Background: an optimization exercise with open tools, aiming at small area, a short achievable clock period and few clock cycles. Do not read the settings as production practice. The RTL was checked by simulation tests, not by an equivalence proof against the original design. Power is estimated from default activity; no workload was simulated.

==> flow/run.sh <==
#!/bin/bash
# synth_recipe.tcl (not shown) runs the flow's synth.tcl, then flattens the netlist and writes it again
# the make line also repeats each setting of config.mk as NAME=value (left out here)
make -C /OpenROAD-flow-scripts/flow DESIGN_CONFIG=/design/flow/config.mk WORK_HOME=/design/flow/orfs CLKGATE_MAP_FILE= SYNTH_SCRIPT=/design/flow/synth_recipe.tcl finish
==> flow/config.mk <==
export PLATFORM = sky130hd
export DESIGN_NAME = fblc_dec
export DESIGN_NICKNAME = fblc_dec
export VERILOG_FILES = /design/flow/design.v
export SDC_FILE = /design/flow/constraint.sdc
export NUM_CORES = 4
export LEC_CHECK = 0
export ABC_CLOCK_PERIOD_IN_PS = 5000
export CAP_MARGIN = 20
export CELL_PAD_IN_SITES_DETAIL_PLACEMENT = 1
export CELL_PAD_IN_SITES_GLOBAL_PLACEMENT = 2
export CORE_MARGIN = 2
export CORE_UTILIZATION = 30
export GPL_ROUTABILITY_DRIVEN = 1
export PLACE_DENSITY = 0.45
export SETUP_SLACK_MARGIN = 2.5
export SLEW_MARGIN = 20
==> flow/constraint.sdc <==
create_clock -name core_clock -period 8.0 [get_ports {clk}]
set_input_delay 1.6000 -clock core_clock [delete_from_list [all_inputs] [get_ports {clk}]]
set_output_delay 1.6000 -clock core_clock [all_outputs]
set_load 0.01 [all_outputs]
==> flow/design.v <==
module fblc_dec (
    input  wire        clk,
    input  wire        rst_n,
    input  wire        in_valid,
    input  wire [7:0]  in_data,
    input  wire        in_last,
    output wire        in_ready,
    output wire        out_valid,
    input  wire        out_ready,
    output wire [15:0] out_syms,
    output wire [3:0]  out_count,
    output reg         done_valid,
    output reg  [3:0]  done_detail,
    output wire [31:0] done_bitoff,
    output wire [31:0] done_bytes
);
    localparam FN = 9;       
    localparam FD = 4;       
    localparam [3:0] P_HDR   = 4'd0,
                     P_TOK   = 4'd1,
                     P_G2    = 4'd2,
                     P_LITD  = 4'd3,
                     P_SPRE  = 4'd4,
                     P_SVOFF = 4'd5,
                     P_SRSYM = 4'd6,
                     P_SGZ   = 4'd7,
                     P_SGB   = 4'd8,
                     P_SEND  = 4'd9,
                     P_ISS   = 4'd10,
                     P_SKIP  = 4'd11,
                     P_FIN   = 4'd12;
    localparam [1:0] K_LIT = 2'd0, K_RUN = 2'd1, K_VERT = 2'd2, K_HIST = 2'd3;
    integer i;
    reg [3:0]  pst;
    reg [3:0]  pst_n;
    reg        ftok, fg2, flit, fiss;    
    reg [3:0]  hcnt;
    reg        he1, he2, he3, he4, he5, hhr;
    reg        hlo6;             
    reg [1:0]  htop;             
    reg [2:0]  hm;               
    reg [23:0] hlines;
    reg        hfull;            
    reg        h13;              
    reg        hlast;            
    reg [2:0]  wm;               
    reg [31:0] bb;
    reg [5:0]  bn;
    reg        iend;             
    reg [8:0]  fq [0:FD-1];      
    reg [2:0]  fn;
    wire       dend = iend && (fn == 3'd0);    
    reg [28:0] btk;              
    reg [31:0] tstart;
    reg [31:0] rem;
    reg [8:0]  colu;             
    reg [8:0]  pp;               
    reg [9:0]  fill;             
    reg [1:0]  kind;
    reg [1:0]  tsym;
    reg [2:0]  vof;
    reg [9:0]  hdist;
    reg        pre1;
    reg [1:0]  fcnt;
    reg        gdist;
    reg [4:0]  gz;
    reg [4:0]  gleft;
    reg [23:0] gval;
    reg [2:0]  ecnt;
    reg [3:0]  detail;
    reg        st_off;
    reg        st_ok;
    assign done_bitoff = st_off ? tstart : 32'd0;
    assign done_bytes  = st_ok  ? 32'd16 + ((tstart + 32'd12) >> 3) : 32'd0;
    reg        pend;             
    wire [8:0] wid = {wm, 6'd0};
    reg        cv;
    reg        ccopy;            
    reg        cvert;
    reg [23:0] cleft;
    reg        cge8;             
    reg        cle8;             
    reg [2:0]  cq0;              
    reg [5:0]  cqw0, cqw1;       
    reg [7:0]  cqlo;             
    function [7:0] below(input [2:0] c);
        integer b;
        for (b = 0; b < 8; b = b + 1) below[b] = (b < c);
    endfunction
    reg signed [10:0] clo;       
    reg signed [10:0] chi;       
    reg [2:0]  crep;             
    reg [15:0] clit;
    reg [8:0]  ep;               
    reg        ov;
    assign out_valid = ov;
    reg [1023:0] hist;           
    wire       ofree  = !ov || out_ready;
    wire       emit   = cv && ofree;
    wire [3:0] ecount = cge8 ? 4'd8 : {1'b0, cleft[2:0]};
    wire       elast  = cle8;
    wire [8:0] cqn    = {cqw0, cq0} + {5'd0, ecount};
    wire       cfree  = !cv || (emit && elast);
    wire       done_fire = pend && !cv && ofree;
    reg        wv;
    reg [8:0]  wep;              
    reg [3:0]  wcnt;
    reg [15:0] wdr;              
    reg [7:0]  wm0, wm1;         
    reg [63:0] woh0, woh1;       
    reg [47:0] wab;              
    reg [2:0]  mk;
    reg [15:0] osyms;
    reg [2:0]  ok;
    always @(*) begin
        for (i = 0; i < 8; i = i + 1) begin
            ok = wep[2:0] + i[2:0];
            osyms[2*i +: 2] = wdr[2*ok +: 2];
        end
    end
    assign out_syms  = osyms;
    assign out_count = wcnt;
    always @(*) begin
        for (i = 0; i < 8; i = i + 1) begin
            mk = i[2:0] - wep[2:0];
            wm0[i] = wv && ({1'b0, mk} < wcnt) && (i >= wep[2:0]);
            wm1[i] = wv && ({1'b0, mk} < wcnt) && (i < wep[2:0]);
            wab[6*i +: 6] = wep[8:3] + ((i < wep[2:0]) ? 6'd1 : 6'd0);
        end
        for (i = 0; i < 64; i = i + 1)
            woh0[i] = (wep[8:3] == i);
        woh1 = {woh0[62:0], woh0[63]};
    end
    reg [15:0] rd;               
    reg [2:0]  rsel [0:7];       
    reg [7:0]  rmk;              
    reg [15:0] wdc;              
    reg [15:0] wdl;              
    reg [15:0] wd;               
    reg [5:0]  ra;
    reg [2:0]  kk;
    reg [3:0]  ln;
    reg [2:0]  wk;
    always @(*) begin
        for (i = 0; i < 8; i = i + 1) begin
            ra = cqlo[i] ? cqw1 : cqw0;
            rd[2*i +: 2] = ((wm0[i] || wm1[i]) && wab[6*i +: 6] == ra) ? wdr[2*i +: 2]
                                                                    : hist[2*(8*ra + i) +: 2];
        end
        for (i = 0; i < 8; i = i + 1) begin
            case (crep)
                3'd1: kk = 3'd0;
                3'd2: kk = i % 2;
                3'd3: kk = i % 3;
                3'd4: kk = i % 4;
                3'd5: kk = i % 5;
                3'd6: kk = i % 6;
                3'd7: kk = i % 7;
                default: kk = i;
            endcase
            ln = {1'b0, kk};
            rsel[i] = cq0 + kk;
            rmk[i]  = ($signed({7'd0, ln}) >= clo) && (!cvert || $signed({7'd0, i[3:0]}) < chi);
        end
        for (i = 0; i < 8; i = i + 1) begin
            wk = i[2:0] - ep[2:0];
            wdc[2*i +: 2] = rmk[wk] ? rd[2*rsel[wk] +: 2] : 2'd0;
            wdl[2*i +: 2] = clit[2*wk +: 2];
        end
        wd    = ccopy ? wdc : wdl;
    end
    genvar gw, gb;
    generate
        for (gw = 0; gw < 64; gw = gw + 1) begin : g_word
            for (gb = 0; gb < 8; gb = gb + 1) begin : g_bank
                always @(posedge clk)
                    if ((woh0[gw] && wm0[gb]) || (woh1[gw] && wm1[gb]))
                        hist[2*(8*gw+gb) +: 2] <= wdr[2*gb +: 2];
            end
        end
    endgenerate
    wire [1:0] pre = bb[31:30];
    reg [2:0]  g0;
    reg [31:0] gsw;
    reg [20:0] gx;               
    reg [9:0]  zoh;              
    reg [9:0]  zen;              
    reg [3:0]  gzc;              
    reg        gbig;             
    reg [9:0]  gv;
    reg        genough;
    integer    k;
    always @(*) begin
        if (fg2)                g0 = 3'd0;
        else if (pre == K_RUN)  g0 = 3'd4;
        else if (pre == K_VERT) g0 = 3'd5;
        else                    g0 = 3'd2;
        gsw = bb << g0;
        gx  = gsw[31:11];
        gbig = (gx[20:20-FN] == 10'd0);
        gv   = 10'd0;
        gzc  = 4'd0;
        for (k = 0; k <= FN; k = k + 1) begin
            zoh[k] = gx[20-k] && ((k == 0) || ((gx >> (21-k)) == 21'd0));
            gv     = gv | ({10{zoh[k]}} & ((gx >> (20 - 2*k)) & ((21'd1 << (k+1)) - 1)));
            gzc    = gzc | ({4{zoh[k]}} & k);
            zen[k] = ({3'd0, g0} + 2*k + 1 <= bn);
        end
        genough = |(zoh & zen);
    end
    wire [8:0] colr      = colu - wid;
    wire [7:0] col       = colr[8] ? colu[7:0] : colr[7:0];
    wire [8:0] line_left = wid - {1'b0, col};
    wire       rem_z     = (rem == 32'd0);
    wire       fv_rem    = (rem[31:10] == 22'd0) && (gv > rem[9:0]);
    wire       fv_line   = ({1'b0, gv} > {1'b0, line_left});
    wire       fv_dist   = (gv > 10'd512);
    wire       fast_bits = !gbig && genough;
    wire       fast_bad  = fast_bits && (pre == K_HIST ? fv_dist : (fv_rem || (pre == K_VERT && fv_line)));
    wire       tok_v7    = (pre == K_VERT) && (bb[29:27] == 3'b111);
    wire       tok_serial = tok_v7 ? (bn >= 6'd5 || dend)
                                   : (fast_bad || (gbig && bn >= {3'd0, g0} + 6'd10) || (dend && !fast_bits));
    wire       g2_serial = (fast_bits && fv_rem) || (gbig && bn >= 6'd10) || (dend && !fast_bits);
    wire       sbit   = bb[31];
    wire       shave  = (bn != 6'd0);
    wire [23:0] gnew_z = 24'd1 << gz;
    wire [23:0] gnew_b = gval | ({23'd0, sbit} << (gleft - 5'd1));
    wire [23:0] gcand  = (pst == P_SGZ) ? gnew_z : gnew_b;
    wire       g_e9 = gdist && (gcand > 24'd512);
    wire       g_e7 = !gdist && ({8'd0, gcand} > rem);
    wire       g_e8 = !gdist && (kind == K_VERT) && (gcand > {15'd0, line_left});
    wire       g_err = g_e9 || g_e7 || g_e8;
    wire [3:0] g_det = g_e9 ? 4'd9 : g_e7 ? 4'd7 : 4'd8;
    wire [3:0]  lnum  = (gval[23:3] != 21'd0) ? 4'd8 : {1'b0, gval[2:0]};    
    wire [15:0] lsrc  = bb[31:16];
    wire [15:0] ldata;
    genvar gl;
    generate
        for (gl = 0; gl < 8; gl = gl + 1) begin : g_lit
            assign ldata[2*gl +: 2] = lsrc[15-2*gl -: 2];
        end
    endgenerate
    wire end_ok = (bn >= 6'd5) && (bb[31:27] == 5'b10111);
    wire can_iss = cfree && (!pend || done_fire);
    reg        iss;              
    reg        upd;              
    reg [1:0]  ikind;
    reg [23:0] iL;
    reg [2:0]  iv;
    reg [1:0]  isym;
    reg        acc;              
    reg [2:0]  sa;               
    reg [3:0]  sz;               
    always @(*) begin
        iss   = 1'b0;
        upd   = 1'b0;
        ikind = kind;
        iL    = {14'd0, gv};
        iv    = vof;
        isym  = tsym;
        acc   = 1'b0;
        sa    = g0 + 3'd1;
        sz    = gzc;
        if (ftok) begin
                ikind = pre;
                iv    = bb[29:27];
                isym  = bb[29:28];
                if (pend) begin
                    acc = 1'b0;
                end else if (rem_z) begin
                    sa  = 3'd5;
                    sz  = 4'd0;
                    acc = end_ok;
                end else if (!tok_v7 && fast_bits && !fast_bad) begin
                    if (pre == K_HIST || pre == K_LIT) begin
                        acc = 1'b1;
                    end else if (can_iss) begin
                        acc  = 1'b1;
                        upd  = 1'b1;
                        iss  = 1'b1;
                    end
                end
        end else if (fg2) begin
                ikind = K_HIST;
                if (fast_bits && !fv_rem && can_iss) begin
                    acc  = 1'b1;
                    upd  = 1'b1;
                    iss  = 1'b1;
                end
        end else if (flit) begin
                ikind = K_LIT;
                iL    = {20'd0, lnum};
                sa    = 3'd0;
                sz    = lnum;
                if ({1'b0, lnum, 1'b0} <= {1'b0, bn} && can_iss) begin
                    acc  = 1'b1;
                    upd  = 1'b1;
                    iss  = 1'b1;
                end
        end else if (fiss) begin
                iL = gval;
                if (kind == K_LIT || !issw) begin
                end else if (can_iss) begin
                    upd = 1'b1;
                    iss = 1'b1;
                end
        end else if (pst == P_SPRE || pst == P_SVOFF || pst == P_SRSYM ||
                     pst == P_SGZ  || pst == P_SGB   || pst == P_SEND) begin
            sa  = 3'd1;
            sz  = 4'd0;
            acc = shave;
        end
    end
    function [1:0] mod3_18(input [17:0] x);
        reg [4:0] s;
        reg [2:0] t;
        integer k;
        begin
            s = 5'd0;
            for (k = 0; k < 9; k = k + 1) s = s + {3'd0, x[2*k +: 2]};
            t = {1'b0, s[1:0]} + {1'b0, s[3:2]} + {2'b0, s[4]};
            case (t)
                3'd0, 3'd3, 3'd6: mod3_18 = 2'd0;
                3'd1, 3'd4, 3'd7: mod3_18 = 2'd1;
                default:          mod3_18 = 2'd2;
            endcase
        end
    endfunction
    wire [9:0] iLf = flit ? {6'd0, lnum} : gv;
    reg  [7:0] lmod;
    reg  [7:0] lms;              
    reg        issw;
    always @(posedge clk) begin
        case (wm)
            3'd2:    lms <= {1'b0, gval[6:0]};
            3'd3:    lms <= {mod3_18(gval[23:6]), gval[5:0]};
            3'd4:    lms <= gval[7:0];
            default: lms <= {2'b0, gval[5:0]};
        endcase
    end
    always @(*) begin
        if (fiss) begin
            lmod = lms;
        end else begin
            case (wm)
                3'd2:    lmod = {1'b0, iLf[6:0]};
                3'd3:    lmod = {mod3_18({14'd0, iLf[9:6]}), iLf[5:0]};
                3'd4:    lmod = iLf[7:0];
                default: lmod = {2'b0, iLf[5:0]};
            endcase
        end
    end
    wire [8:0] colnxt = {1'b0, col} + {1'b0, lmod};
    wire [10:0] fsum    = {1'b0, fill} + (fiss ? ((gval[23:10] != 14'd0) ? 11'd1024 : {1'b0, gval[9:0]})
                                                         : {1'b0, iLf});
    wire [10:0] rlo     = {1'b0, rem[9:0]} - {1'b0, iLf};
    wire [21:0] rhim1   = rem[31:10] - 22'd1;
    wire [31:0] rem_fast = {rlo[10] ? rhim1 : rem[31:10], rlo[9:0]};
    wire [9:0]  fillnxt = (fsum >= 11'd512) ? 10'd512 : fsum[9:0];
    wire [8:0]  vd3   = wid + 9'd3;
    wire [8:0]  pvd   = pp - vd3;
    wire signed [10:0] vl1b = 11'sd3 - $signed({3'd0, col});                       
    wire signed [10:0] vl2b = $signed({2'd0, vd3}) - $signed({1'b0, fill});       
    wire signed [10:0] vhib = $signed({2'd0, line_left}) + 11'sd3;                
    wire [8:0]  vd    = vd3 - {6'd0, iv};
    wire signed [10:0] vlo1 = vl1b - $signed({8'd0, iv});
    wire signed [10:0] vlo2 = vl2b - $signed({8'd0, iv});
    wire signed [10:0] vhi  = vhib - $signed({8'd0, iv});
    wire [8:0]  cqv  = pvd + {6'd0, iv};
    wire [8:0]  cqh  = pp - hdist[8:0];
    wire signed [10:0] hlo  = $signed({1'b0, hdist}) - $signed({1'b0, fill});
    wire        hacc   = !hfull && (pst == P_HDR || iend);
    wire        hfire  = hacc && in_valid;
    wire [3:0]  h_det  = he1 ? 4'd1 : he2 ? 4'd2 : he3 ? 4'd3 : he4 ? 4'd4 : he5 ? 4'd5 : 4'd0;
    wire [25:0] hlm    = (hm == 3'd1) ? {2'd0, hlines} :
                         (hm == 3'd2) ? {1'b0, hlines, 1'b0} :
                         (hm == 3'd3) ? ({2'd0, hlines} + {1'b0, hlines, 1'b0}) :
                                        {hlines, 2'b0};
    wire        body_st = (pst != P_HDR) && (pst != P_FIN) && (pst != P_SKIP);
    assign in_ready = hacc || (pst == P_SKIP && !iend) ||
                      (body_st && !iend && fn != FD);
    wire        ffire = body_st && in_valid && !iend && fn != FD;
    wire        bfire = body_st && fn != 3'd0 && bn <= 6'd24;
    wire [31:0] bba   = bb | (bfire ? ({fq[0][7:0], 24'd0} >> bn) : 32'd0);
    wire [5:0]  bnf   = bn + (bfire ? 6'd8 : 6'd0);
    wire [31:0] bsa   = bba << sa;
    wire [31:0] bsz   = bsa << {sz, 1'b0};
    wire [5:0]  bnsa  = bnf - {3'd0, sa};
    wire [5:0]  bna   = bnsa - {1'b0, sz, 1'b0};
    localparam [4:0] END_PAT = 5'b10111;
    always @(posedge clk) begin
        pst_n = pst;
        if (!rst_n) begin
            pst    <= P_HDR;
            ftok   <= 1'b0;
            fg2    <= 1'b0;
            flit   <= 1'b0;
            fiss   <= 1'b0;
            hcnt   <= 4'd0;
            he1 <= 1'b0; he2 <= 1'b0; he3 <= 1'b0; he4 <= 1'b0; he5 <= 1'b0; hhr <= 1'b0;
            hlo6   <= 1'b0;
            htop   <= 2'd0;
            hm     <= 3'd0;
            hlines <= 24'd0;
            hfull  <= 1'b0;
            h13    <= 1'b0;
            hlast  <= 1'b0;
            wm     <= 3'd0;
            bb     <= 32'd0;
            bn     <= 6'd0;
            iend   <= 1'b0;
            fn     <= 3'd0;
            for (i = 0; i < FD; i = i + 1) fq[i] <= 9'd0;
            btk    <= 29'd0;
            tstart <= 32'd0;
            rem    <= 32'd0;
            colu   <= 9'd0;
            pp     <= 9'd0;
            fill   <= 10'd0;
            kind   <= 2'd0;
            tsym   <= 2'd0;
            vof    <= 3'd0;
            hdist   <= 10'd0;
            pre1   <= 1'b0;
            fcnt   <= 2'd0;
            gdist  <= 1'b0;
            gz     <= 5'd0;
            gleft  <= 5'd0;
            gval   <= 24'd0;
            ecnt   <= 3'd0;
            detail <= 4'd0;
            pend   <= 1'b0;
            issw   <= 1'b0;
            done_valid  <= 1'b0;
            done_detail <= 4'd0;
            st_off      <= 1'b0;
            st_ok       <= 1'b0;
            cv     <= 1'b0;
            ccopy  <= 1'b0;
            cvert  <= 1'b0;
            cleft  <= 24'd0;
            cge8   <= 1'b0;
            cle8   <= 1'b0;
            cq0    <= 3'd0;
            cqlo   <= 8'd0;
            cqw0   <= 6'd0;
            cqw1   <= 6'd0;
            clo    <= 11'sd0;
            chi    <= 11'sd0;
            crep   <= 3'd0;
            clit   <= 16'd0;
            ep     <= 9'd0;
            ov     <= 1'b0;
            wv     <= 1'b0;
            wep    <= 9'd0;
            wcnt   <= 4'd0;
            wdr    <= 16'd0;
        end else begin
            done_valid <= done_fire;
            if (done_fire) pend <= 1'b0;
            wv <= emit;
            if (emit) begin
                wep   <= ep;
                wcnt  <= ecount;
                wdr   <= wd;
                ov    <= 1'b1;
                ep    <= ep + {5'd0, ecount};
                {cqw0, cq0} <= cqn;
                cqlo  <= below(cqn[2:0]);
                cqw1  <= cqn[8:3] + 6'd1;
                cleft <= cleft - {20'd0, ecount};
                cge8  <= (cleft - {20'd0, ecount}) >= 24'd8;
                cle8  <= (cleft - {20'd0, ecount}) <= 24'd8;
                if (clo > 11'sd0) clo <= clo - $signed({7'd0, ecount});
                if (chi > 11'sd0) chi <= chi - $signed({7'd0, ecount});
                if (elast) cv <= 1'b0;
            end else if (out_ready) begin
                ov <= 1'b0;
            end
            if (iss) begin
                cv <= 1'b1;
                case (ikind)
                    K_RUN: begin
                        ccopy <= 1'b0;
                        cvert <= 1'b0;
                        cleft <= iL;
                        cge8  <= iL >= 24'd8;
                        cle8  <= iL <= 24'd8;
                        clit  <= {8{isym}};
                    end
                    K_LIT: begin
                        ccopy <= 1'b0;
                        cvert <= 1'b0;
                        cleft <= iL;
                        cge8  <= iL >= 24'd8;
                        cle8  <= iL <= 24'd8;
                        clit  <= ldata;
                    end
                    K_VERT: begin
                        ccopy <= 1'b1;
                        cvert <= 1'b1;
                        cleft <= iL;
                        cge8  <= iL >= 24'd8;
                        cle8  <= iL <= 24'd8;
                        {cqw0, cq0} <= cqv;
                        cqlo  <= below(cqv[2:0]);
                        cqw1  <= cqv[8:3] + 6'd1;
                        clo   <= (vlo1 > vlo2) ? vlo1 : vlo2;
                        chi   <= vhi;
                        crep  <= 3'd0;
                    end
                    default: begin
                        ccopy <= 1'b1;
                        cvert <= 1'b0;
                        cleft <= iL;
                        cge8  <= iL >= 24'd8;
                        cle8  <= iL <= 24'd8;
                        {cqw0, cq0} <= cqh;
                        cqlo  <= below(cqh[2:0]);
                        cqw1  <= cqh[8:3] + 6'd1;
                        clo   <= hlo;
                        chi   <= 11'sd0;
                        crep  <= (hdist < 10'd8) ? hdist[2:0] : 3'd0;
                    end
                endcase
            end
            if (upd) begin
                rem  <= fiss ? rem - {8'd0, gval} : rem_fast;
                colu <= colnxt;
                pp   <= pp + (fiss ? gval[8:0] : iLf[8:0]);
                fill <= fillnxt;
            end
            if (body_st) begin
                bb <= acc ? bsz : bba;
                bn <= acc ? bna : bnf;
                if (bfire) btk <= btk + 29'd1;
                if (ffire && in_last) iend <= 1'b1;
                for (i = 0; i < FD; i = i + 1) begin
                    if (bfire) begin
                        if (ffire && i == fn - 1) fq[i] <= {in_last, in_data};
                        else if (i < FD - 1)      fq[i] <= fq[i+1];
                    end else if (ffire && i == fn) begin
                        fq[i] <= {in_last, in_data};
                    end
                end
                fn <= fn + {2'd0, ffire} - {2'd0, bfire};
            end
            if (hfire) begin
                hcnt <= hcnt + 1'b1;
                case (hcnt)
                    4'd0:  begin
                               he1 <= (in_data != 8'h46);
                               he2 <= 1'b0; he3 <= 1'b0; he4 <= 1'b0; he5 <= 1'b0;
                           end
                    4'd1:  he1 <= he1 || (in_data != 8'h42);
                    4'd2:  he1 <= he1 || (in_data != 8'h01);
                    4'd3:  he2 <= (in_data != 8'h02);
                    4'd4:  begin hlo6 <= (in_data[5:0] != 6'd0); htop <= in_data[7:6]; end
                    4'd5:  begin
                               he3 <= hlo6 || !((in_data == 8'd0 && htop != 2'd0) ||
                                                (in_data == 8'd1 && htop == 2'd0));
                               hm  <= (in_data == 8'd1) ? 3'd4 : {1'b0, htop};
                           end
                    4'd6:  begin hhr <= in_data[0]; he5 <= (in_data[7:1] != 7'd0); end
                    4'd8:  hlines[7:0]   <= in_data;
                    4'd9:  hlines[15:8]  <= in_data;
                    4'd10: hlines[23:16] <= in_data;
                    4'd11: he4 <= (in_data != 8'd0) || (hlines == 24'd0);
                    default: he5 <= he5 || (in_data != 8'd0);      
                endcase
                if (hcnt == 4'd15 || in_last) begin
                    hfull <= 1'b1;
                    h13   <= (hcnt != 4'd15);
                    hlast <= in_last;
                end
            end
            case (pst)
            P_HDR: begin
                if (hfull) begin
                    hfull  <= 1'b0;
                    hcnt   <= 4'd0;
                    btk    <= 29'd0;
                    bb     <= 32'd0;
                    bn     <= 6'd0;
                    iend   <= hlast;
                    if (h13) begin
                        detail <= 4'd13;
                        pst_n     = P_FIN;
                    end else if (h_det != 4'd0) begin
                        detail <= h_det;
                        pst_n     = P_SKIP;
                    end else begin
                        wm   <= hm;
                        colu <= 9'd0;
                        rem  <= {hlm, 6'd0};
                        if (hhr || hm != wm) fill <= 10'd0;
                        pst_n   = P_TOK;
                    end
                end
            end
            P_TOK: begin
                tstart <= {btk, 3'd0} - {26'd0, bn};
                kind   <= pre;
                vof    <= bb[29:27];
                tsym   <= bb[29:28];
                fcnt   <= 2'd0;
                ecnt   <= 3'd0;
                gz     <= 5'd0;
                gdist  <= 1'b0;
                if (pend) begin
                    tstart <= tstart;
                end else if (rem_z) begin
                    if (end_ok) begin
                        detail <= 4'd0;
                        pst_n     = P_SKIP;
                    end else if (bn >= 6'd5 || dend) begin
                        pst_n  = P_SEND;
                    end
                end else if (acc) begin
                    if (pre == K_HIST) begin
                        hdist <= gv;
                        pst_n   = P_G2;
                    end else if (pre == K_LIT) begin
                        gval <= {14'd0, gv};
                        pst_n   = P_LITD;
                    end
                end else if (tok_serial) begin
                    pst_n  = P_SPRE;
                end
            end
            P_G2: begin
                gz    <= 5'd0;
                gdist <= 1'b0;
                if (iss) begin
                    pst_n  = P_TOK;
                end else if (g2_serial) begin
                    pst_n  = P_SGZ;
                end
            end
            P_LITD: begin
                if (iss) begin
                    gval <= gval - {20'd0, lnum};
                    if (gval == {20'd0, lnum}) pst_n  = P_TOK;
                end else if (dend && {1'b0, lnum, 1'b0} > {1'b0, bn}) begin
                    detail <= 4'd12;
                    pst_n     = P_SKIP;
                end
            end
            P_ISS: begin
                issw <= 1'b1;
                if (kind == K_LIT) begin
                    issw <= 1'b0;
                    pst_n   = P_LITD;
                end else if (iss) begin
                    issw <= 1'b0;
                    pst_n   = P_TOK;
                end
            end
            P_SPRE: begin
                if (!shave) begin
                    if (dend) begin detail <= 4'd12; pst_n  = P_SKIP; end
                end else if (fcnt == 2'd0) begin
                    pre1 <= sbit;
                    fcnt <= 2'd1;
                end else begin
                    fcnt <= 2'd0;
                    kind <= {pre1, sbit};
                    case ({pre1, sbit})
                        K_LIT:  pst_n  = P_SGZ;
                        K_RUN:  pst_n  = P_SRSYM;
                        K_VERT: pst_n  = P_SVOFF;
                        default: begin gdist <= 1'b1; pst_n  = P_SGZ; end
                    endcase
                end
            end
            P_SVOFF: begin
                if (!shave) begin
                    if (dend) begin detail <= 4'd12; pst_n  = P_SKIP; end
                end else begin
                    vof <= {vof[1:0], sbit};
                    if (fcnt == 2'd2) begin
                        fcnt <= 2'd0;
                        if ({vof[1:0], sbit} == 3'b111) begin
                            detail <= 4'd11;
                            pst_n     = P_SKIP;
                        end else begin
                            pst_n  = P_SGZ;
                        end
                    end else begin
                        fcnt <= fcnt + 1'b1;
                    end
                end
            end
            P_SRSYM: begin
                if (!shave) begin
                    if (dend) begin detail <= 4'd12; pst_n  = P_SKIP; end
                end else begin
                    tsym <= {tsym[0], sbit};
                    if (fcnt == 2'd1) begin
                        fcnt <= 2'd0;
                        pst_n   = P_SGZ;
                    end else begin
                        fcnt <= fcnt + 1'b1;
                    end
                end
            end
            P_SGZ: begin
                if (!shave) begin
                    if (dend) begin detail <= 4'd12; pst_n  = P_SKIP; end
                end else if (!sbit) begin
                    if (gz == 5'd23) begin
                        detail <= 4'd6;
                        pst_n     = P_SKIP;
                    end else begin
                        gz <= gz + 1'b1;
                    end
                end else begin
                    gval  <= gnew_z;
                    gleft <= gz;
                    if (g_err) begin
                        detail <= g_det;
                        pst_n     = P_SKIP;
                    end else if (gz == 5'd0) begin
                        if (gdist) begin
                            hdist  <= gnew_z[9:0];
                            gdist <= 1'b0;
                            pst_n    = P_G2;
                        end else begin
                            pst_n  = P_ISS;
                        end
                    end else begin
                        pst_n  = P_SGB;
                    end
                end
            end
            P_SGB: begin
                if (!shave) begin
                    if (dend) begin detail <= 4'd12; pst_n  = P_SKIP; end
                end else begin
                    gval  <= gnew_b;
                    gleft <= gleft - 1'b1;
                    if (g_err) begin
                        detail <= g_det;
                        pst_n     = P_SKIP;
                    end else if (gleft == 5'd1) begin
                        gz <= 5'd0;
                        if (gdist) begin
                            hdist  <= gnew_b[9:0];
                            gdist <= 1'b0;
                            pst_n    = P_G2;
                        end else begin
                            pst_n  = P_ISS;
                        end
                    end
                end
            end
            P_SEND: begin
                if (!shave) begin
                    if (dend) begin detail <= 4'd12; pst_n  = P_SKIP; end
                end else if (sbit != END_PAT[3'd4 - ecnt]) begin
                    detail <= 4'd10;
                    pst_n     = P_SKIP;
                end else if (ecnt == 3'd4) begin
                    detail <= 4'd0;
                    pst_n     = P_SKIP;
                end else begin
                    ecnt <= ecnt + 1'b1;
                end
            end
            P_SKIP: begin
                bb <= 32'd0;
                bn <= 6'd0;
                fn <= 3'd0;
                if (!iend && in_valid && in_last) iend <= 1'b1;
                if (iend || (in_valid && in_last)) pst_n  = P_FIN;
            end
            P_FIN: begin
                if (!pend) begin
                    pend        <= 1'b1;
                    done_detail <= detail;
                    st_off      <= (detail >= 4'd6 && detail <= 4'd12);
                    st_ok       <= (detail == 4'd0);
                    if (detail != 4'd0) fill <= 10'd0;
                    detail <= 4'd0;
                    iend   <= 1'b0;
                    bb     <= 32'd0;
                    bn     <= 6'd0;
                    pst_n     = P_HDR;
                end
            end
            default: pst_n  = P_HDR;
            endcase
            pst  <= pst_n;
            ftok <= (pst_n == P_TOK);
            fg2  <= (pst_n == P_G2);
            flit <= (pst_n == P_LITD);
            fiss <= (pst_n == P_ISS);
        end
    end
endmodule
==> results of run 1 <==
## state kept, by name, summed over array words and instances, names as in the netlist, 8 cells and up
| register | flops |
|---|---|
| cleft | 24 |
| cqlo | 8 |
| fill | 10 |
| fq | 32 |
| hlines | 24 |
| lms | 8 |
| hdist | 10 |
| btk | 29 |
| hist | 1024 |
| bb | 32 |
| clo | 11 |
| clit | 16 |
| pp | 9 |
| ep | 9 |
| tstart | 32 |
| colu | 9 |
| wep | 9 |
| wdr | 16 |
| rem | 32 |
| gval | 24 |
| chi | 11 |
## path summary, 6_finish.rpt
check               from  endpoint  slack [ns]  depth (start not counted)
hold / removal       hhr       hhr        0.45                          2
hold reg to reg      hhr       hhr        0.45                          2
setup reg to reg  bb[31]  gval[23]        1.94                         31
setup / recovery  bb[31]  gval[23]        1.94                         31
## routing by layer
metal	vias up	routed length, um	share of wire, %
li1	35000	-	-
met1	40100	187000	43
met2	1575	217000	50
met3	496	14400	3.3
met4	0	14900	3.4
met5	-	0	0
## metrics by stage
stage / area [um^2] / power (mW) / instances / util (%) / hold slack, ns
finish: 114000 / 41.7 / 13700 / 36.8 / 0.454
global placement: 99700 / 28.1 / 13000 / 32.3 / 0.445
floorplan: 93300 / 21.5 / 9180 / - / 0.329
detailed placement: 99700 / 28.2 / 13000 / 32.3 / 0.449
global route: 114000 / 43.8 / 13700 / 36.8 / 0.478
CTS: 111000 / 40.7 / 13600 / 36.0 / 0.457
## cell families (layout without fill, tap and decap cells)
kind of cell               after synthesis  after routing  share of synthesized area (%)
other                                    2             11                        0.00807
adders and majority gates              439            439                           6.22
AOI/OAI and AO/OA                     2353           2353                           16.2
and+or+nand+nor                       2622           2629                           12.8
buffers and inverters                 1034           1439                           4.28
DFF                                   1485           1485                           43.0
muxes                                  879            879                           14.1
xor gates and xnor gates               362            362                           3.41
## worst max-delay path, delay by kind of cell (launching register included)
family	cells	cell delay (ns)
AO/OA/AOI/OAI	10	2.51
adder cells (fa/ha/maj)	2	0.47
buffers and inverters	13	1.77
flip-flops	1	0.44
multiplexers	1	0.20
AND/OR/NAND/NOR	5	0.54
## what timing repair did
item | CTS | global route
buffers inserted | 202 | 70
cloned | 43 | 6
resized for setup | 619 | 331
endpoints found under the setup margin | 274 | 263
pin swaps | 212 | 155
## placed cells by master (no fill, tap or decap), types with 51 or more instances in the layout
master           instances
a211oi_1               134
a211oi_2                57
a21o_1                 102
a21oi_1                578
a21oi_2                 82
a22oi_1                 62
a31oi_1                 56
and2_1                  71
buf_12                  53
buf_4                  453
buf_6                   68
clkbuf_16              200
clkdlybuf4s50_1         83
dfxtp_1                419
edfxtp_1              1024
ha_1                   384
inv_1                  333
mux2i_1                457
mux4_2                 337
nand2_1                640
nand2b_1                62
nand3_1                145
nand4_1                 58
nor2_1                 935
nor2b_1                109
nor3_1                 135
o211ai_1                53
o21ai_0                309
o22ai_1                361
or3_1                   51
xnor2_1                209
xor2_1                 147
## final cells by class
class	instances	area [um^2]	area share (%)
antenna	5	12.5	0.0110
clock buffer	239	5130	4.52
clock inverter	109	1190	1.05
inverter	365	1430	1.26
multi-input combinational	6668	53100	46.7
sequential	1485	40000	35.3
tap	4120	5150	4.54
timing repair buffer	726	7520	6.63
## power groups by stage
| stage | registers (mW) | logic [mW] | clock network [mW] |
|---|---|---|---|
| 3_3_place_gp | 10.2 | 18.0 | 0 |
| 6_report | 10.0 | 22.8 | 8.88 |
| 2_1_floorplan | 10.0 | 11.4 | 0 |
| 5_1_grt | 10.1 | 24.3 | 9.38 |
| 3_5_place_dp | 10.2 | 18.0 | 0 |
| 4_1_cts | 10.0 | 21.6 | 9.10 |
==> impl_metrics.tcl, run 1 <==
set metrics [dict create \
    dieHeight_um 561 \
    required_ns 8.76 \
    cts_buffers 191 \
    dieArea_um2 315000 \
    htree_num_levels 4 \
    grt_max_degree 139 \
    root_buffer "clkbuf_16" \
    ys_ff_latch 1485 \
    grt_pass1_wl_mm 618 \
    powerDensity_nw_per_um2 368 \
    hold_class "reg2reg" \
    maxSlewViolCount 0 \
    wirelength_mm 434 \
    core-area_um2 309000 \
    busiest_layer "met2" \
    drv_cap 0 \
    synth_cell_types 109 \
    critPathMaxFanout 11 \
    cts_tree "yes" \
    drive_gt1_share_pct 21.1 \
    hold_viol 0 \
    clk_latency_ns 0.89 \
    synth-seq-area-share_pct 43.0 \
    drc 0 \
    switchingPower_mw 18.3 \
    fp.dieW_um 561 \
    leakage_nw 40.4 \
    row_count 204 \
    avgSynthCellArea_um2 10.1 \
    yosys.area.top_type_share_pct 33.0 \
    grt_use_total_pct 26.8 \
    synth_edf_count 1024 \
    drt-initial-drc-count 5206 \
    yosysMostFrequentCell "edfxtp_1" \
    slew_headroom_pct 14.9 \
    start_util_pct 30.1 \
    finalNetCount 9888 \
    vias 77200 \
    grt_pass1_vias 80700 \
    drt-pass1-iter-count 7 \
    p_seq_share_pct 24.1 \
    syn_to_final_growth_pct 22.0 \
    status "complete, no violations" \
    clockBufferDepth 4 \
    crit_slowest_cell "a2111o_2" \
    setup_violations 0 \
    dp.final_hpwl_mm 301 \
    worst_pin_slew_ns 1.26 \
    cts_hold_buf 0 \
    nFillCells 33600 \
    cts.reportedPaths.clkPinSlew_ns 0.06 \
    crit_path_max_incr_delay_ns 0.48 \
    synthesis.area_um2 93100 \
    p_comb_share_pct 54.6 \
    yosysWarnings 3 \
    startpoint_type "flop" \
    async_flop_share_pct 0 \
    max-vdd-ir-drop_v 0.000278 \
    power.share.clock_pct 21.3 \
    rsz0062_at_grt "true" \
    synth_area_leaders "edfxtp_1, dfxtp_1, mux4_2" \
    p_int_mw 23.5 \
    grt_antenna_before_repair 8 \
    port_buffers 101 \
    critPathKind "reg2reg" \
    fmax_ghz 0.165 \
    overflow 0 \
    switching_share_pct 43.8 \
    tns_ns 0 \
    min_period_ns 6.06 \
    wl_per_cell_um 31.6 \
    grtUsageMet1_pct 34.5 \
    clock_sinks 1485 \
    setup.worst_path.end_class "flop" \
    synth_top_area_cell "edfxtp_1" \
    vias_per_cell 5.62 \
    period_share_pct 75.8 \
    dp_slack_ns 0.617 \
    critPathArrivalTime_ns 6.82 \
    met2_usage_pct 47.5 \
    io_pins 104 \
    met3_usage_pct 2.42 \
    fin_worst_skew_ns 0.0705 \
    synthTopCellsByCount "edfxtp_1, nor2_1, nand2_1" \
    synth_cells 9176 \
    synth-main-ff-cell "edfxtp_1" \
    layout_setup_ws_ns 1.94 \
    antenna_left 0 \
    gp_congestion 0.841 \
]
Testbench counts, summed over its fixed seeds: cycles 9,125.
==> inputs of run 2 (changes only) <==
--- a/flow/design.v
+++ b/flow/design.v
@@ -181,31 +181,46 @@
     endgenerate
     wire [1:0] pre = bb[31:30];
+    function [15:0] gdec(input [20:0] x, input [5:0] avail);
+        reg [9:0] zoh;
+        reg [9:0] v;
+        reg [3:0] z;
+        reg       en;
+        integer j;
+        begin
+            v  = 10'd0;
+            z  = 4'd0;
+            en = 1'b0;
+            for (j = 0; j <= FN; j = j + 1) begin
+                zoh[j] = x[20-j] && ((j == 0) || ((x >> (21-j)) == 21'd0));
+                v      = v | ({10{zoh[j]}} & ((x >> (20 - 2*j)) & ((21'd1 << (j+1)) - 1)));
+                z      = z | ({4{zoh[j]}} & j);
+                en     = en | (zoh[j] && (2*j + 1 <= avail));
+            end
+            gdec = {(x[20:20-FN] == 10'd0), en, z, v};
+        end
+    endfunction
+    wire [5:0]  av2 = (bn >= 6'd2) ? bn - 6'd2 : 6'd0;
+    wire [5:0]  av4 = (bn >= 6'd4) ? bn - 6'd4 : 6'd0;
+    wire [5:0]  av5 = (bn >= 6'd5) ? bn - 6'd5 : 6'd0;
+    wire [15:0] gd0 = gdec(bb[31:11], bn);
+    wire [15:0] gd2 = gdec(bb[29:9],  av2);
+    wire [15:0] gd4 = gdec(bb[27:7],  av4);
+    wire [15:0] gd5 = gdec(bb[26:6],  av5);
     reg [2:0]  g0;
-    reg [31:0] gsw;
-    reg [20:0] gx;               
-    reg [9:0]  zoh;              
-    reg [9:0]  zen;              
+    reg [15:0] gsel;
     reg [3:0]  gzc;              
     reg        gbig;             
+    reg        genough;          
     reg [9:0]  gv;
-    reg        genough;
     integer    k;
     always @(*) begin
-        if (fg2)                g0 = 3'd0;
-        else if (pre == K_RUN)  g0 = 3'd4;
-        else if (pre == K_VERT) g0 = 3'd5;
-        else                    g0 = 3'd2;
-        gsw = bb << g0;
-        gx  = gsw[31:11];
-        gbig = (gx[20:20-FN] == 10'd0);
-        gv   = 10'd0;
-        gzc  = 4'd0;
-        for (k = 0; k <= FN; k = k + 1) begin
-            zoh[k] = gx[20-k] && ((k == 0) || ((gx >> (21-k)) == 21'd0));
-            gv     = gv | ({10{zoh[k]}} & ((gx >> (20 - 2*k)) & ((21'd1 << (k+1)) - 1)));
-            gzc    = gzc | ({4{zoh[k]}} & k);
-            zen[k] = ({3'd0, g0} + 2*k + 1 <= bn);
-        end
-        genough = |(zoh & zen);
+        if (fg2)                begin g0 = 3'd0; gsel = gd0; end
+        else if (pre == K_RUN)  begin g0 = 3'd4; gsel = gd4; end
+        else if (pre == K_VERT) begin g0 = 3'd5; gsel = gd5; end
+        else                    begin g0 = 3'd2; gsel = gd2; end
+        gbig    = gsel[15];
+        genough = gsel[14];
+        gzc     = gsel[13:10];
+        gv      = gsel[9:0];
     end
     wire [8:0] colr      = colu - wid;
@@ -217,5 +232,17 @@
     wire       fv_dist   = (gv > 10'd512);
     wire       fast_bits = !gbig && genough;
-    wire       fast_bad  = fast_bits && (pre == K_HIST ? fv_dist : (fv_rem || (pre == K_VERT && fv_line)));
+    wire       tok_bad   = (pre == K_HIST) ? fv_dist : (fv_rem || (pre == K_VERT && fv_line));
+    wire       fast_bad  = fast_bits && tok_bad;
+    reg  [9:0] sm7;
+    wire [9:0] x7 = gv ^ rem[9:0];
+    wire [9:0] x8 = gv ^ {1'b0, line_left};
+    always @(*) begin
+        sm7 = x7;
+        for (k = 1; k < 10; k = k + 1) sm7 = sm7 | (sm7 >> 1);
+    end
+    wire       e8first = fv_line && (!fv_rem || ((x8 & ~sm7) != 10'd0));
+    wire [3:0] tok_det = (pre == K_HIST) ? 4'd9 : (pre == K_VERT && e8first) ? 4'd8 : 4'd7;
+    reg        perr;
+    reg  [3:0] perr_det;
     wire       tok_v7    = (pre == K_VERT) && (bb[29:27] == 3'b111);
     wire       tok_serial = tok_v7 ? (bn >= 6'd5 || dend)
@@ -262,5 +289,6 @@
         sa    = g0 + 3'd1;
         sz    = gzc;
-        if (ftok) begin
+        if (perr) begin
+        end else if (ftok) begin
                 ikind = pre;
                 iv    = bb[29:27];
@@ -272,5 +300,5 @@
                     sz  = 4'd0;
                     acc = end_ok;
-                end else if (!tok_v7 && fast_bits && !fast_bad) begin
+                end else if (!tok_v7 && fast_bits) begin
                     if (pre == K_HIST || pre == K_LIT) begin
                         acc = 1'b1;
@@ -283,5 +311,5 @@
         end else if (fg2) begin
                 ikind = K_HIST;
-                if (fast_bits && !fv_rem && can_iss) begin
+                if (fast_bits && can_iss) begin
                     acc  = 1'b1;
                     upd  = 1'b1;
@@ -431,4 +459,6 @@
             detail <= 4'd0;
             pend   <= 1'b0;
+            perr   <= 1'b0;
+            perr_det <= 4'd0;
             issw   <= 1'b0;
             done_valid  <= 1'b0;
@@ -575,4 +605,10 @@
                 end
             end
+            perr     <= acc && ((ftok && !rem_z && tok_bad) || (fg2 && fv_rem));
+            perr_det <= fg2 ? 4'd7 : tok_det;
+            if (perr) begin
+                detail <= perr_det;
+                pst_n   = P_SKIP;
+            end else
             case (pst)
             P_HDR: begin
==> run 2 against run 1 <==
  * Still clean
  * Clock-buffer cell count unchanged
  * Clock skew grew 0.037 ns
  * First-iteration DRC count up 12%
  * Clock power decreased by 3.2%
  * Global-route usage increased by 0.085 points
  * Maximum frequency grew 11%
  * Final area fell by 3.5%
  * Die area up 2.3%
  * Cell count rose by 2.0%
  * Worst setup slack improved by 0.60 ns
  * Synthesized cell count rose by 6.2%
  * Worst hold slack got worse by 0.031 ns
  * Largest cell class unchanged
==> impl_metrics.tcl, run 2 <==
set metrics [dict create \
    status "complete, no violations" \
    synth_area_leaders "edfxtp_1, dfxtp_1, mux4_2" \
    dieHeight_um 567 \
    cts_hold_buf 0 \
    min_to "wep[8]" \
    finalNetCount 10100 \
    synthAdderAreaFrac_pct 5.99 \
    cts.reportedPaths.clkPinSlew_ns 0.06 \
    syn_to_final_growth_pct 15.0 \
    drive_gt1_share_pct 14.8 \
    synth_compound_area_share_pct 17.1 \
    io_pins 104 \
    drt-pass1-iter-count 6 \
    period_share_pct 68.2 \
    tns_ns 0 \
    powerDensity_nw_per_um2 371 \
    synthXorXnorAreaFrac_pct 3.42 \
    largest_register "hist" \
    synthMuxAreaShare_pct 12.4 \
    nFillCells 35000 \
    startpoint_type "flop" \
    rrSetupSlack_ns 2.67 \
    gp_congestion 0.904 \
    drt-initial-drc-count 5825 \
    wirelength_mm 447 \
    largest_register_ffs 1024 \
    htree_num_levels 4 \
    fmax_ghz 0.183 \
    overflow 0 \
    required_ns 6.40 \
    synthTopCellsByCount "nor2_1, edfxtp_1, nand2_1" \
    yosysMostFrequentCell "nor2_1" \
    synth_cells 9747 \
    layout_common_cells "nor2_1, edfxtp_1, nand2_1" \
    slew_headroom_pct 23.6 \
    cts_buffers 189 \
    async_flop_share_pct 0 \
    grt_antenna_before_repair 15 \
    multi_input_area_um2 52700 \
    antenna_left 0 \
    critPathMaxFanout 6 \
    grt_use_total_pct 26.9 \
    clock_sinks 1489 \
    yosys.area.top_type_share_pct 32.3 \
    clockBufferDepth 4 \
    layout_setup_ws_ns 2.54 \
    fp.dieW_um 567 \
    row_count 206 \
    grt_pass1_wl_mm 636 \
    timing.rr.start "bn[0]" \
    root_buffer "clkbuf_16" \
    critPathKind "reg2out" \
    wl_per_cell_um 32.0 \
    synth-main-ff-cell "edfxtp_1" \
    core-area_um2 315000 \
    synth_edf_count 1024 \
    leakage_nw 37.0 \
    fin_worst_skew_ns 0.107 \
    worst_pin_slew_ns 1.14 \
    synth-seq-area-share_pct 42.1 \
    synth_top_area_cell "edfxtp_1" \
    vias 80700 \
    start_util_pct 30.2 \
    dp.final_hpwl_mm 322 \
    worstHoldStart "ep[8]" \
    vias_per_cell 5.77 \
    hold_viol 0 \
    yosysWarnings 3 \
    max-vdd-ir-drop_v 0.000334 \
    setup.worst_path.end_class "primary output" \
    regArea_um2 40200 \
    dp_slack_ns 1.13 \
    ys_ff_latch 1489 \
    synthSimpleGateAreaFrac_pct 14.5 \
    port_buffers 101 \
    min_period_ns 5.46 \
    drc 0 \
    dieArea_um2 322000 \
    grt_max_degree 94 \
    cts_tree "yes" \
    power_mw 40.7 \
    maxSlewViolCount 0 \
    synthesis.area_um2 95200 \
    holdWs_ns 0.424 \
    grt_pass1_vias 83600 \
    drv_cap 0 \
    rr_endpoint "bb[31]" \
    hold_class "reg2reg" \
    min_path_cells 2 \
    reg2regPathDepth 17 \
    rsz0062_at_grt "true" \
    clk_latency_ns 0.91 \
    critPathArrivalTime_ns 3.86 \
    synth_cell_types 105 \
    synth_top_family_by_area "compound AO/OA/AOI/OAI gates" \
    setup_violations 0 \
    avgSynthCellArea_um2 9.77 \
    post-route-util_pct 34.7 \
]
## run 2: what timing repair did
item                       4_1_cts  5_1_grt
gates cloned                     2        3
gates resized for setup        215      160
pin swaps                       27       54
buffers inserted                37       55
setup endpoints to repair      149      106
## run 2: critical path, stage by stage, from the launching register on
cell       delay, ns
dfxtp_4         0.36
inv_2           0.07
ha_4            0.13
and4b_2         0.29
nor4b_4         0.29
o21ai_2         0.10
a21bo_2         0.25
a2111oi_4       0.21
buf_4           0.18
nor3b_4         0.18
and3_4          0.22
nand2b_4        0.08
o21a_1          0.19
nor2b_1         0.14
xnor2_1         0.13
nor2_1          0.06
buf_2           0.16
## run 2: worst max-delay path by stage
| stage | depth (start not counted) | to | slack [ns] | startpoint |
|---|---|---|---|---|
| after CTS | 16 | done_bytes[24] | 2.40 | tstart[3] |
| after floorplan | 20 | rem[29] | 2.62 | bb[25] |
| after global routing | 16 | done_bytes[24] | 2.25 | tstart[2] |
| after global placement | 25 | fill[9] | 1.31 | bb[31] |
| after detailed placement | 25 | fill[4] | 1.13 | bb[31] |
| final | 16 | done_bytes[24] | 2.54 | tstart[2] |
## run 2: report_power, final
group          switching, mW  total (mW)  internal, mW
Combinational           14.7        22.5          7.83
Sequential             0.744        9.55          8.80
Clock                   3.66        8.60          4.94
## run 2: layout make-up
class	count	share of cell area, %
antenna	8	0.0183
clock inverter	92	0.870
multi-input combinational	7157	48.1
clock buffer	239	4.64
inverter	359	1.27
sequential	1489	36.7
timing repair buffer	489	3.72
tap	4160	4.75
## run 2: kinds of logic (layout without fill, tap and decap cells)
group,count (synthesis),count (layout)
other,2,12
buffers and inverters,1107,1179
adder cells (fa/ha/maj),433,433
flip-flops,1489,1489
AO/OA/AOI/OAI,2544,2545
multiplexers,795,795
AND/OR/NAND/NOR,3005,3008
XOR/XNOR,372,372
## run 2: through the flow
step | cells | area, um^2
after floorplan | 9749 | 95300
after global placement | 13600 | 101000
after detailed placement | 13600 | 101000
after CTS | 13900 | 108000
after global routing | 14000 | 110000
final | 14000 | 110000
## run 2: layer usage
metal / GRT usage [%] / routed length, um / vias up
met5: 0 / 0 / -
met4: 9.89 / 18700 / 0
met3: 2.37 / 15600 / 626
met2: 46.8 / 219000 / 1855
met1: 34.7 / 194000 / 41800
li1: - / - / 36400
Testbench counts of run 2, summed over its fixed seeds: cycles 9,125.
==> inputs of run 3 (changes only) <==
--- a/flow/design.v
+++ b/flow/design.v
@@ -340,17 +340,18 @@
         end
     end
-    function [1:0] mod3_18(input [17:0] x);
-        reg [4:0] s;
+    function [1:0] madd3(input [1:0] a, input [1:0] b);
         reg [2:0] t;
+        begin
+            t = {1'b0, a} + {1'b0, b};
+            madd3 = (t >= 3'd3) ? t - 3'd3 : t[1:0];
+        end
+    endfunction
+    function [1:0] mod3_18(input [17:0] x);
+        reg [1:0] r [0:8];
         integer k;
         begin
-            s = 5'd0;
-            for (k = 0; k < 9; k = k + 1) s = s + {3'd0, x[2*k +: 2]};
-            t = {1'b0, s[1:0]} + {1'b0, s[3:2]} + {2'b0, s[4]};
-            case (t)
-                3'd0, 3'd3, 3'd6: mod3_18 = 2'd0;
-                3'd1, 3'd4, 3'd7: mod3_18 = 2'd1;
-                default:          mod3_18 = 2'd2;
-            endcase
+            for (k = 0; k < 9; k = k + 1) r[k] = (x[2*k +: 2] == 2'd3) ? 2'd0 : x[2*k +: 2];
+            mod3_18 = madd3(madd3(madd3(r[0], r[1]), madd3(r[2], r[3])),
+                            madd3(madd3(r[4], r[5]), madd3(madd3(r[6], r[7]), r[8])));
         end
     endfunction
@@ -380,10 +381,11 @@
     end
     wire [8:0] colnxt = {1'b0, col} + {1'b0, lmod};
-    wire [10:0] fsum    = {1'b0, fill} + (fiss ? ((gval[23:10] != 14'd0) ? 11'd1024 : {1'b0, gval[9:0]})
-                                                         : {1'b0, iLf});
+    wire [9:0]  froom   = 10'd512 - fill;
+    wire [23:0] fL      = fiss ? gval : {14'd0, iLf};
+    wire [9:0]  fsum    = fill + fL[9:0];
     wire [10:0] rlo     = {1'b0, rem[9:0]} - {1'b0, iLf};
     wire [21:0] rhim1   = rem[31:10] - 22'd1;
     wire [31:0] rem_fast = {rlo[10] ? rhim1 : rem[31:10], rlo[9:0]};
-    wire [9:0]  fillnxt = (fsum >= 11'd512) ? 10'd512 : fsum[9:0];
+    wire [9:0]  fillnxt = (fL >= {14'd0, froom}) ? 10'd512 : fsum;
     wire [8:0]  vd3   = wid + 9'd3;
     wire [8:0]  pvd   = pp - vd3;
--- a/flow/config.mk
+++ b/flow/config.mk
@@ -6,5 +6,5 @@
 export NUM_CORES = 4
 export LEC_CHECK = 0
-export ABC_CLOCK_PERIOD_IN_PS = 5000
+export ABC_AREA = 1
 export CAP_MARGIN = 20
 export CELL_PAD_IN_SITES_DETAIL_PLACEMENT = 1
==> run 3 against run 2 <==
  * Clock power grew 4.1%
  * Die area is 0.44% higher
  * Final area grew 0.63%
==> impl_metrics.tcl, run 3 <==
set metrics [dict create \
    critPathKind "reg2out" \
    drv_cap 0 \
    layout_setup_ws_ns 2.24 \
    worst_pin_slew_ns 1.21 \
    critPathArrivalTime_ns 4.16 \
    synth_top_area_cell "edfxtp_1" \
    timing.rr.start "gval[18]" \
    layout_common_cells "nand2_1, nor2_1, o21ai_0" \
    tns_ns 0 \
    grt_use_total_pct 28.9 \
    reg2regPathDepth 34 \
    dieHeight_um 569 \
    cts_buffers 189 \
    min_to "lms[5]" \
    numPlacedInstances 16100 \
    grt_antenna_before_repair 16 \
    row_count 207 \
    htree_num_levels 4 \
    wirelength_mm 483 \
    leakage_nw 42.1 \
    gp_congestion 0.901 \
    rrSetupSlack_ns 2.30 \
    grt_pass1_wl_mm 693 \
    drt-pass1-iter-count 6 \
    setup.worst_path.start "tstart[3]" \
    fin_worst_skew_ns 0.0882 \
    yosys.area.top_type_share_pct 32.1 \
    yosysMostFrequentCell "nand2_1" \
    start_util_pct 30.1 \
    yosysWarnings 5 \
    synth_area_leaders "edfxtp_1, dfxtp_1, nand2_1" \
    finalNetCount 12700 \
    antenna_left 0 \
    met3_usage_pct 3.04 \
    synth_cells 12300 \
    syn_to_final_growth_pct 15.2 \
    dp_slack_ns 1.26 \
    critPathMaxFanout 4 \
    hold_viol 0 \
    maxSlewViolCount 0 \
    clockBufferDepth 4 \
    clk_latency_ns 0.89 \
    required_ns 6.40 \
    avgSynthCellArea_um2 7.80 \
    status "complete, no violations" \
    vias 92900 \
    overflow 0 \
    slew_headroom_pct 18.9 \
    grtUsageMet1_pct 36.0 \
    fmax_ghz 0.174 \
    mostFrequentLayoutCell "nand2_1" \
    met2_usage_pct 51.6 \
    max-vdd-ir-drop_v 0.000752 \
    largest_register "hist" \
    io_pins 104 \
    port_buffers 101 \
    cts_hold_buf 0 \
    synthTopCellsByCount "nand2_1, nor2_1, o21ai_0" \
    root_buffer "clkbuf_16" \
    vias_per_cell 5.60 \
    min_period_ns 5.76 \
    cts_tree "yes" \
    synth-seq-area-share_pct 41.9 \
    synth-main-ff-cell "edfxtp_1" \
    busiest_layer "met2" \
    core-area_um2 318000 \
    setup_violations 0 \
    async_flop_share_pct 0 \
    powerDensity_nw_per_um2 429 \
    final_cells 16600 \
    startpoint_type "flop" \
    synth_cell_types 82 \
    hold_class "reg2reg" \
    min_path_cells 0 \
    drt-initial-drc-count 6661 \
    cts.reportedPaths.clkPinSlew_ns 0.06 \
    clock_sinks 1489 \
    ys_ff_latch 1489 \
    setup.worst_path.end_class "primary output" \
    wl_per_cell_um 29.1 \
    dp.final_hpwl_mm 344 \
    synthesis.area_um2 95700 \
    dieArea_um2 323000 \
    synth_edf_count 1024 \
    largest_register_ffs 1024 \
    grt_max_degree 77 \
    rsz0062_at_grt "true" \
    grt_pass1_vias 95300 \
    fp.dieW_um 569 \
    period_share_pct 71.9 \
    drc 0 \
    worstHoldStart "gval[5]" \
    rr_endpoint "lms[6]" \
    drive_gt1_share_pct 9.82 \
]
-- run 3: cells by family after synthesis --
group / synth area share, %
flip-flops: 41.9
other: 0.00785
AO/OA/AOI/OAI: 21.2
buffers and inverters: 7.86
AND/OR/NAND/NOR: 20.4
adder cells (fa/ha/maj): 6.11
multiplexers: 0.146
XOR/XNOR: 2.42
-- run 3: how the worst max path moves through the flow --
stage / endpoint / slack [ns] / cells past startpoint
CTS: done_bytes[26] / 2.07 / 26
floorplan: lms[7] / 2.51 / 35
detailed placement: clo[2] / 1.26 / 29
global route: done_bytes[29] / 1.96 / 22
global placement: clo[10] / 1.36 / 31
finish: done_bytes[28] / 2.24 / 21
-- run 3: layer usage --
metal | part of all wire, % | routed length (um) | vias up
met2 | 50 | 240000 | 2104
met4 | 3.9 | 18800 | 2
met3 | 3.7 | 17800 | 652
li1 | - | - | 43100
met1 | 43 | 206000 | 47100
met5 | 0.025 | 121 | -
-- run 3: critical path, stage by stage, from the launching register on --
cell and delay, ns:
dfxtp_2 0.36, inv_2 0.05, ha_4 0.16, nor2_4 0.10, nand2_2 0.07, nor2_4 0.12
buf_6 0.13, nand2_8 0.06, nor3_4 0.19, buf_4 0.15, inv_1 0.07, nor4_4 0.30
nand3_1 0.22, nor4_1 0.27, xor2_1 0.37, nor2_1 0.08, nand3_1 0.09, nor2_1 0.05
nand3_1 0.10, nor2_1 0.06, nor3b_2 0.17, buf_2 0.16
-- run 3: area by class of cell --
type | instances | area, um^2
diodes | 10 | 25.0
clock buffers | 243 | 5100
clock inverters | 95 | 1190
fillers | 37700 | 207000
inverters | 1271 | 4860
multi-input cells | 8816 | 49700
flip-flops and latches | 1489 | 40100
well taps | 4180 | 5230
repair buffers | 484 | 4030
-- run 3: power by group --
part	leakage (nW)	switching [mW]	internal (mW)
combinational	25.8	19.8	8.53
sequential	13.2	0.845	9.23
clock	3.05	3.67	5.28
-- run 3: stage by stage --
stage	cell area [um^2]	hold WS, ns	total power [mW]	util (%)
floorplan	95700	0.369	26.4	-
finish	110000	0.443	47.3	34.7
global placement	101000	0.428	36.4	31.9
global route	110000	0.450	50.8	34.7
detailed placement	101000	0.436	36.7	31.9
CTS	109000	0.443	46.7	34.3
-- run 3: what timing repair did --
item | CTS | global route
gates resized for setup | 235 | 231
setup endpoints to repair | 186 | 148
pin swaps | 37 | 76
setup buffers | 94 | 69
gates cloned | 1 | 2
Testbench counts of run 3, summed over its fixed seeds: cycles 9,125.
==> inputs of run 4 (changes only) <==
--- a/flow/design.v
+++ b/flow/design.v
@@ -16,5 +16,5 @@
 );
     localparam FN = 9;       
-    localparam FD = 4;       
+    localparam FD = 7;       
     localparam [3:0] P_HDR   = 4'd0,
                      P_TOK   = 4'd1,
@@ -651,5 +651,5 @@
                     if (end_ok) begin
                         detail <= 4'd0;
-                        pst_n     = P_SKIP;
+                        pst_n     = dend ? P_FIN : P_SKIP;
                     end else if (bn >= 6'd5 || dend) begin
                         pst_n  = P_SEND;
--- a/flow/config.mk
+++ b/flow/config.mk
@@ -6,5 +6,4 @@
 export NUM_CORES = 4
 export LEC_CHECK = 0
-export ABC_AREA = 1
 export CAP_MARGIN = 20
 export CELL_PAD_IN_SITES_DETAIL_PLACEMENT = 1
@@ -14,4 +13,4 @@
 export GPL_ROUTABILITY_DRIVEN = 1
 export PLACE_DENSITY = 0.45
-export SETUP_SLACK_MARGIN = 2.5
+export SETUP_SLACK_MARGIN = 3.0
 export SLEW_MARGIN = 20
==> run 4 against run 3 <==
  * Still clean
  * Final area up 4.4%
  * Critical path depth down 6
  * Combinational power down 25%
  * Global-route usage down 1.1 points
  * Clock-buffer cell count down 2
  * Non-clock buffer count up 172
  * Worst setup slack worse by 0.28 ns
  * Clock power about the same
  * Sequential power about the same
  * Die area up 1.4%
  * Synthesized area up 1.4%
==> impl_metrics.tcl, run 4 <==
set metrics [dict create \
    drv_cap 0 \
    avgSynthCellArea_um2 9.56 \
    drt-pass1-iter-count 7 \
    grt_pass1_wl_mm 663 \
    async_flop_share_pct 0 \
    status "complete, no violations" \
    cts_tree "yes" \
    synth-seq-area-share_pct 41.8 \
    setup.worst_path.end_class "primary output" \
    critPathKind "reg2out" \
    syn_to_final_growth_pct 18.6 \
    finalNetCount 10700 \
    critPathArrivalTime_ns 4.43 \
    grt_use_total_pct 27.8 \
    numPlacedInstances 14100 \
    mostFrequentLayoutCell "nor2_1" \
    synth_area_leaders "edfxtp_1, dfxtp_1, mux4_2" \
    powerDensity_nw_per_um2 348 \
    slew_headroom_pct 20.5 \
    ys_ff_latch 1513 \
    yosysMostFrequentCell "nor2_1" \
    cts_buffers 193 \
    cts.reportedPaths.clkPinSlew_ns 0.06 \
    rsz0062_at_grt "true" \
    htree_num_levels 4 \
    hold_class "reg2reg" \
    largest_register "hist" \
    period_share_pct 75.4 \
    largest_register_ffs 1024 \
    timing.rr.start "gval[20]" \
    min_period_ns 6.03 \
    start_util_pct 30.2 \
    met2_length_mm 232 \
    layout_common_cells "nor2_1, edfxtp_1, nand2_1" \
    overflow 0 \
    drt-initial-drc-count 6143 \
    synth_top_area_cell "edfxtp_1" \
    min_path_cells 2 \
    yosysWarnings 5 \
    synth_cells 10200 \
    maxSlewViolCount 0 \
    hold_viol 0 \
    fmax_ghz 0.166 \
    tns_ns 0 \
    critPathMaxFanout 5 \
    root_buffer "clkbuf_16" \
    grt_max_degree 96 \
    yosys.area.top_type_share_pct 31.7 \
    worst_pin_slew_ns 1.19 \
    antenna_left 0 \
    vias_per_cell 5.75 \
    reg2regPathDepth 34 \
    core-area_um2 321000 \
    fin_worst_skew_ns 0.0960 \
    synthesis.area_um2 97000 \
    leakage_nw 39.5 \
    grt_pass1_vias 87000 \
    grt_antenna_before_repair 9 \
    power_mw 40.0 \
    final_cells 14700 \
    synth_edf_count 1024 \
    drive_gt1_share_pct 18.0 \
    post-route-util_pct 35.8 \
    max-vdd-ir-drop_v 0.000464 \
    placed_area_um2 103000 \
    clock_sinks 1513 \
    dr.max_layer_used "met5" \
    synth_cell_types 112 \
    vias 84700 \
    required_ns 6.40 \
    fp.dieW_um 573 \
    startpoint_type "flop" \
    io_pins 104 \
    setup_violations 0 \
    synthTopCellsByCount "nor2_1, edfxtp_1, nand2_1" \
    drc 0 \
    clk_latency_ns 0.94 \
    clockBufferDepth 4 \
    gp_congestion 0.876 \
    final_area_um2 115000 \
    wl_per_cell_um 31.8 \
    synth-main-ff-cell "edfxtp_1" \
    met1_length_mm 200 \
    dieArea_um2 328000 \
    dieHeight_um 573 \
    dp.final_hpwl_mm 331 \
    nFillCells 35700 \
    top_regs "hist x1024, fq x56" \
    setup.worst_path.start "tstart[3]" \
    row_count 208 \
    wirelength_mm 468 \
    worstHoldStart "hm[0]" \
    wl_met3_mm 17.6 \
    port_buffers 101 \
]
-- run 4: cell types whose count changed in the layout (fill, tap and decap cells not counted), sizes merged, moves of 169 or more --
cell / before / now
nor2: 1572 / 1186
buf: 397 / 566
nand2: 1849 / 915
nand3: 848 / 270
mux4: 0 / 234
o21ai: 1391 / 387
inv: 1238 / 343
o22ai: 644 / 401
mux2i: 14 / 416
-- run 4: logic make-up (layout without fill, tap and decap cells) --
| group | count (synthesis) | count (layout) | share of synthesized area [%] |
|---|---|---|---|
| flops | 1513 | 1513 | 41.8 |
| xor+xnor | 383 | 383 | 3.46 |
| fa+ha+maj | 450 | 450 | 6.05 |
| compound gates | 2691 | 2691 | 18.0 |
| other cells | 2 | 11 | 0.00774 |
| mux | 738 | 738 | 10.8 |
| simple gates | 3258 | 3260 | 15.4 |
| buf+inv | 1116 | 1363 | 4.54 |
-- run 4: through the flow --
step / hold slack, ns / setup slack [ns]
2_1_floorplan: 0.353 / 2.50
6_report: 0.462 / 1.97
5_1_grt: 0.492 / 1.81
3_3_place_gp: 0.439 / 0.947
3_5_place_dp: 0.453 / 0.817
4_1_cts: 0.461 / 1.84
-- run 4: report_power, final --
part	total [mW]	switching, mW	internal [mW]	leakage (nW)
combinational	21.3	13.3	8.04	23.9
sequential	9.77	0.742	9.03	12.5
clock	8.96	3.78	5.18	3.06
-- run 4: worst max-delay path, stage by stage, from the launching register on --
cell     delay [ns]
dfxtp_4        0.37
inv_2          0.07
ha_4           0.12
and4b_4        0.22
or4b_4         0.49
a21bo_4        0.22
a221o_1        0.39
or2_1          0.24
a211o_1        0.28
or3_4          0.43
nor2_4         0.14
nand2_4        0.07
buf_4          0.16
xnor2_2        0.12
nor2_1         0.11
buf_2          0.16
-- run 4: cell type report --
class	count	area, um^2	area share [%]
Clock buffer	241	5150	4.48
Timing Repair Buffer	656	5740	4.99
Inverter	361	1450	1.26
Sequential cell	1513	40700	35.4
Tap cell	4305	5390	4.68
Multi-Input combinational cell	7527	55500	48.2
Antenna cell	6	15.0	0.0130
Clock inverter	105	1140	0.989
-- run 4: final timing paths --
path / end / slack, ns
max: done_bytes[25] / 1.97
min: hm[0] / 0.46
max reg2reg: lms[6] / 2.38
min reg2reg: hm[0] / 0.46
-- run 4: repair_timing --
action,CTS,global route
setup buffers,136,142
cloned,2,4
gates resized for setup,529,344
endpoints found under the setup margin,312,194
pin swaps,99,175
hold buffers,0,0
-- run 4: layer usage --
layer / global-route usage [%] / vias to the layer above
met3: 2.86 / 662
met5: 0 / -
met2: 48.8 / 2008
li1: - / 38200
met4: 10.2 / 4
met1: 35.2 / 43800
Testbench counts of run 4, summed over its fixed seeds: cycles 8,918.

[static timing again, ports no longer ideal]
How much do the figures lean on ideal ports? The routed layouts below were timed once more, with nothing changed but the port constraints.
Step 1 assumes that a clkbuf_16 drives the clock port and a buf_2 every other input.
Step 2 adds t to the input delays and takes it off the output delays; t is the mean of the earliest and latest rising clock arrival at the registers after step 1. Input paths then give back, and output paths get back, about the clock's delay inside the block.
Three values: ideal, step 1, step 2; two values: the first two.
run | t, ns | setup slack, ns | hold slack, ns | clock arrival spread, ns | worst slew at a driven data input, ns
run 1 | 0.950 | 1.939 / 1.939 / 1.939 | 0.454 / 0.454 / 0.454 | 0.080 / 0.080 | 0.05
run 2 | 0.951 | 2.542 / 2.441 / 2.655 | 0.424 / 0.424 / 0.424 | 0.113 / 0.112 | 0.18
run 3 | 0.969 | 2.245 / 2.137 / 2.299 | 0.443 / 0.443 / 0.443 | 0.123 / 0.122 | 0.08
run 4 | 0.983 | 1.968 / 1.867 / 2.385 | 0.462 / 0.462 / 0.462 | 0.107 / 0.107 | 0.17
After both steps setup and hold are still met in every run listed.
